This design comes from an exercise in tuning for small area and a short achievable clock period on the open sky130 flow, not from production work. Only simulation tests tie the RTL to the original design; equivalence was not proved. Power figures rest on the tool's default switching activity, not on a simulated workload.

Setup of red:
## sincos_unit
module sincos_unit (
    input  wire        clk,
    input  wire        rst,
    input  wire        in_valid,
    input  wire [15:0] in_angle,
    output reg         out_valid,
    output wire [31:0] out_sin,
    output wire [31:0] out_cos
);
Size in the first run: ~2800 cells after synthesis, about 84 I/O pins.
Settings: LEC_CHECK=0, ABC_AREA=1, CAP_MARGIN=40, CORE_AREA=5 5 525 525, DIE_AREA=0 0 530 530, PLACE_DENSITY=0.35, SLEW_MARGIN=40, SYNTH_MEMORY_MAX_BITS=131072; clock period 13.0 ns.
run.sh (not shown) runs the stock make flow with config.mk's settings and CLKGATE_MAP_FILE= SYNTH_SCRIPT=/design/flow/synth_recipe.tcl, a recipe that flattens the netlist after the stock synthesis.
For blue, these inputs were changed with respect to red:
- changing PLACE_DENSITY from 0.35 to 0.6
- changing DIE_AREA from 0 0 530 530 to 0 0 220 220
- changing CORE_AREA from 5 5 525 525 to 5 5 215 215
==> flow/flow/run.sh (new file) <==
#!/bin/bash
# Layout: the standard flow, with timing repair asked to leave 8 ns of setup slack
# (aiming at a 5 ns path) instead of none. The clock and constraints are unchanged.
set -euo pipefail
bash standard.sh SETUP_SLACK_MARGIN=8 finish > standard_flow.log 2>&1
==> flow/standard.sh (new file) <==
#!/bin/bash
# synth_recipe.tcl (not shown) runs the flow's synth.tcl, then flattens the netlist and writes it again
# the make line also repeats each setting of config.mk as NAME=value (left out here)
make -C /OpenROAD-flow-scripts/flow DESIGN_CONFIG=/design/flow/config.mk WORK_HOME=/design/flow/orfs CLKGATE_MAP_FILE= SYNTH_SCRIPT=/design/flow/synth_recipe.tcl "${@:-finish}"
removed: flow/run.sh
[summary]
- Relative to red, die extent in x has gone down in blue.
- Between red and blue, pre-CTS setup slack is lower for red, blue comes in above that.
- blue completed; timing, DRC and antenna clean
- On leakage power, red tracks blue almost exactly.
- As far as flip-flop and latch count is concerned, blue and red perform about the same.
- Fmax (blue over red): increase, 11%
- Wire length (blue / red): 0.825
For green, these inputs were changed with respect to blue:
==> flow/flow/run.sh <==
#!/bin/bash
# Layout: the standard flow, with timing repair asked to leave 9 ns of setup slack
# (aiming at a 4 ns path) instead of none. The clock and constraints are unchanged.
set -euo pipefail
bash standard.sh SETUP_SLACK_MARGIN=9 finish > standard_flow.log 2>&1
Notes after the runs:
- Number of nets still failing antenna checks after routing: blue vs green identical
- Setup slack in green is larger than in blue.
- | global-route usage over all layers | blue vs green | ≈ equal |
- Clock share of power of blue is on par with green.
- Between blue and green, the sequential logic power does not differ in any meaningful way.
- Compared green against blue; clock network area share within noise.
- Re area of the multi-input gates: blue was lower than green.
- Max data required time of the worst path across blue and green: green
- Final-layout fill cell count of green falls short of that of blue slightly.
- Per the comparison of green with blue, wire length reported by the detailed router grew by about 1.5%; wire length of the first global-routing pass grew by 460 µm.

* * *

Setup of v6:
sincos_unit, a different RTL version from the one above (not shown whole).
For scale: ~2700 cells after synthesis, roughly 270 flip-flops.
clock: 13.0 ns
lec_check: 0
abc_area: 1
cap_margin: 40
core_area: 5 5 215 215
die_area: 0 0 220 220
place_density: 0.6
slew_margin: 40
synth_memory_max_bits: 131072
Stock flow here: none of the scripts above is used.
--- input diff v6..v7 ---
==> flow/flow/run.sh (new file) <==
#!/bin/bash
# Layout: the standard flow, with timing repair asked to leave 9 ns of setup slack
# (aiming at a 4 ns path) instead of none. The clock and constraints are unchanged.
set -euo pipefail
bash standard.sh SETUP_SLACK_MARGIN=9 finish > standard_flow.log 2>&1
==> flow/standard.sh (new file) <==
#!/bin/bash
# synth_recipe.tcl (not shown) runs the flow's synth.tcl, then flattens the netlist and writes it again
# the make line also repeats each setting of config.mk as NAME=value (left out here)
make -C /OpenROAD-flow-scripts/flow DESIGN_CONFIG=/design/flow/config.mk WORK_HOME=/design/flow/orfs CLKGATE_MAP_FILE= SYNTH_SCRIPT=/design/flow/synth_recipe.tcl "${@:-finish}"
removed: flow/run.sh
==> comparison <==
- v7 ended with every stage complete and zero timing, DRC or antenna violations.
- The total length of routed met3 wires in v6 is 0.78 times that in v7.
- Cmp v6 and v7 / share of cells above drive strength 1 / lower: v6
- v7 vs. v6: global routing usage on met3 increased by 3.2 points relative to the old numbers, slack of the critical path increased by 0.69 ns relative to the old numbers, design area increased by 11% relative to the old numbers, average routed wire per standard cell increased by 6.8% relative to the old numbers.
- v7 vs. v6: total area of multi-input combinational cells went up by 6.8%.
- Compared with v6, the router placed more vias in v7.
- The more densely filled core belongs to v7, not v6.
- [v7 vs v6] number of cells on the worst reg-to-reg path: higher in v7
- Diff v6 -> v7 | reported clock group power | decrease of 5.4%

* * *

Setup of job 101:
Another version of the RTL of sincos_unit (not shown whole).
Size: ~2800 cells after synthesis, about 20000 µm² of cells after synthesis.
Settings: LEC_CHECK=0, ABC_AREA=1, CAP_MARGIN=20, CORE_AREA=5 5 215 215, DIE_AREA=0 0 220 220, PLACE_DENSITY=0.6, SLEW_MARGIN=20, SYNTH_MEMORY_MAX_BITS=131072; clock period 13.0 ns.
standard.sh (not shown) runs the stock make flow with config.mk's settings and CLKGATE_MAP_FILE= SYNTH_SCRIPT=/design/flow/synth_recipe.tcl, a recipe that flattens the netlist after the stock synthesis.
==> flow/flow/run.sh <==
#!/bin/bash
# Layout: the standard flow, with timing repair asked to leave 9.5 ns of setup slack
# (aiming at a 3.5 ns path) instead of none. The clock and constraints are unchanged.
set -euo pipefail
bash standard.sh SETUP_SLACK_MARGIN=9.5 finish > standard_flow.log 2>&1
Job 101 completed end to end with timing, DRC and antenna clean.
The inputs of job 102 differ from those of job 101 as listed below.
Settings: a change of SLEW_MARGIN from 20 to 40; a change of CAP_MARGIN from 20 to 40.
==> flow/flow/run.sh <==
#!/bin/bash
# Layout: the standard flow, with timing repair asked to leave 9.25 ns of setup slack
# (aiming at a 3.75 ns path) instead of none. The clock and constraints are unchanged.
set -euo pipefail
bash standard.sh SETUP_SLACK_MARGIN=9.25 finish > standard_flow.log 2>&1
Results
In summary, job 101 completed successfully, with a layout that passed the timing, design-rule and antenna checks. Job 102 completed; timing, DRC and antenna clean. Compared with job 101, job 102 shows a lower length of routed wiring on met1. o_sin[2] as the critical path launch point was reported by job 101, and s1_angle[13] by job 102. Compare job 101 and job 102 | total power density per cell area higher: job 102. Of the two values seen for kind of critical path, register to register was produced by job 102 and register to primary output by job 101. Of job 101 and job 102, job 102 shows the lower relative area change from synthesis to final layout, with job 101 above it.
#### Input delta (job 103 over job 102)
Settings: changing CAP_MARGIN from 40 to 20; changing SLEW_MARGIN from 40 to 20.
==> flow/flow/run.sh <==
#!/bin/bash
# Layout: the standard flow, with timing repair asked to leave 9.75 ns of setup slack
# (aiming at a 3.25 ns path) instead of none. The clock and constraints are unchanged.
set -euo pipefail
bash standard.sh SETUP_SLACK_MARGIN=9.75 finish > standard_flow.log 2>&1
--- outcome ---
Looking at worst setup path startpoint, the o_sin[11] result is from job 103; the s1_angle[13] one comes from job 102.
[compare] base=job 102 new=job 103: met2 track demand over resource up 4.8 points; total number of vias up 436; H-tree level count flat.
Re global-route usage: job 102 was lower than job 103.

* * *

the previous run:
sincos_unit again, from the RTL that the note above started with.
clock: 13.0 ns
lec_check: 0
abc_area: 1
cap_margin: 40
core_area: 5 5 215 215
die_area: 0 0 220 220
place_density: 0.6
slew_margin: 40
synth_memory_max_bits: 131072
==> flow/flow/run.sh <==
#!/bin/bash
# Layout: the standard flow, with timing repair asked to leave 9.5 ns of setup slack
# (aiming at a 3.5 ns path) instead of none. The clock and constraints are unchanged.
set -euo pipefail
bash standard.sh SETUP_SLACK_MARGIN=9.5 finish > standard_flow.log 2>&1
#### Input delta (the current run over the previous run)
# the previous run
export LEC_CHECK = 0
export ABC_AREA = 1
export CAP_MARGIN = 40
export CORE_AREA = 5 5 215 215
export DIE_AREA = 0 0 220 220
export PLACE_DENSITY = 0.6
export SLEW_MARGIN = 40
export SYNTH_MEMORY_MAX_BITS = 131072
create_clock -name core_clock -period 13.0 [get_ports {clk}]
# the current run
export LEC_CHECK = 0
export ABC_AREA = 1
export CAP_MARGIN = 10
export CORE_AREA = 5 5 215 215
export DIE_AREA = 0 0 220 220
export PLACE_DENSITY = 0.6
export SLEW_MARGIN = 10
export SYNTH_MEMORY_MAX_BITS = 131072
create_clock -name core_clock -period 13.0 [get_ports {clk}]
[summary]
Going from the previous run to the current run, the least setup slack across all paths after layout was found to have gone up by 0.0051 ns. Looking at the previous run and the current run, the total power is a wash. The previous run -> the current run: hold slack flat. Going from the previous run to the current run, routed via count divided by cell count ~0 delta; post-cts resize count shows an increase of 0.57%. Re number of clock sinks: no difference whatsoever between the previous run and the current run. Lower number of DRC violations after detailed-routing iteration 0 was reported by the previous run, not the current run.

* * *

Another version of the RTL of sincos_unit (not shown whole).
Size: ~2,800 cells after synthesis, roughly 84 I/O pins.
clock: 13.0 ns
lec_check: 0
abc_area: 1
cap_margin: 40
core_area: 5 5 215 215
die_area: 0 0 220 220
place_density: 0.6
slew_margin: 40
synth_memory_max_bits: 131072
==> flow/flow/run.sh <==
#!/bin/bash
# Layout: the standard flow, with timing repair asked to leave 9 ns of setup slack
# (aiming at a 4 ns path) instead of none. The clock and constraints are unchanged.
set -euo pipefail
bash standard.sh SETUP_SLACK_MARGIN=9 finish > standard_flow.log 2>&1
The starting point completed without violations.
==> next run, changes <==
==> flow/flow/run.sh (replaced) <==
#!/bin/bash
# Layout: the standard flow, with timing repair asked to leave 9.25 ns of setup slack
# (aiming at a 3.75 ns path) instead of none. The clock and constraints are unchanged.
set -euo pipefail
bash standard.sh SETUP_SLACK_MARGIN=9.25 finish > standard_flow.log 2>&1
The changed run produced a clean layout.
Design area hardly moves.
Maximum frequency rose by 8.0%.
Area after synthesis stays the same.
Combinational power hardly moves.
Sequential share of layout area hardly moves.

[re-timing with driven ports]
How much do the figures lean on ideal ports? The routed layouts below were timed once more, with nothing changed but the port constraints.
Step 1: set_driving_cell puts a clkbuf_16 on clk and a buf_2 on each other input, an assumption about the parent block.
Step 2 times the ports against the registers' clock, not the clock port: input delays grow and output delays shrink by t, the midpoint of the rising clock arrivals with the driver on.
a / b / c = ideal / step 1 / step 2; a / b = the first two.
run	t, ns	setup slack, ns	latest minus earliest clock arrival (ns)	pins driven straight from the clock port
red	0.710	7.609 / 7.609 / 7.609	0.072 / 0.072	1
blue	0.649	8.152 / 8.152 / 8.152	0.015 / 0.016	1
green	0.645	9.042 / 9.042 / 9.042	0.012 / 0.012	1
v6	0.627	7.694 / 7.694 / 7.694	0.023 / 0.023	1
v7	0.639	8.380 / 8.380 / 8.380	0.010 / 0.010	1
job 101	0.651	9.359 / 9.299 / 9.478	0.028 / 0.029	1
job 102	0.653	9.141 / 9.141 / 9.141	0.027 / 0.027	1
job 103	0.657	9.362 / 9.300 / 9.629	0.033 / 0.032	1
the previous run	0.671	9.346 / 9.287 / 9.384	0.039 / 0.039	1
the current run	0.657	9.351 / 9.290 / 9.407	0.036 / 0.035	1
the first run of note 5	0.672	8.920 / 8.920 / 8.920	0.032 / 0.033	1
the second run of note 5	0.669	9.224 / 9.211 / 9.224	0.028 / 0.029	1
After both steps every run listed still meets setup and hold.
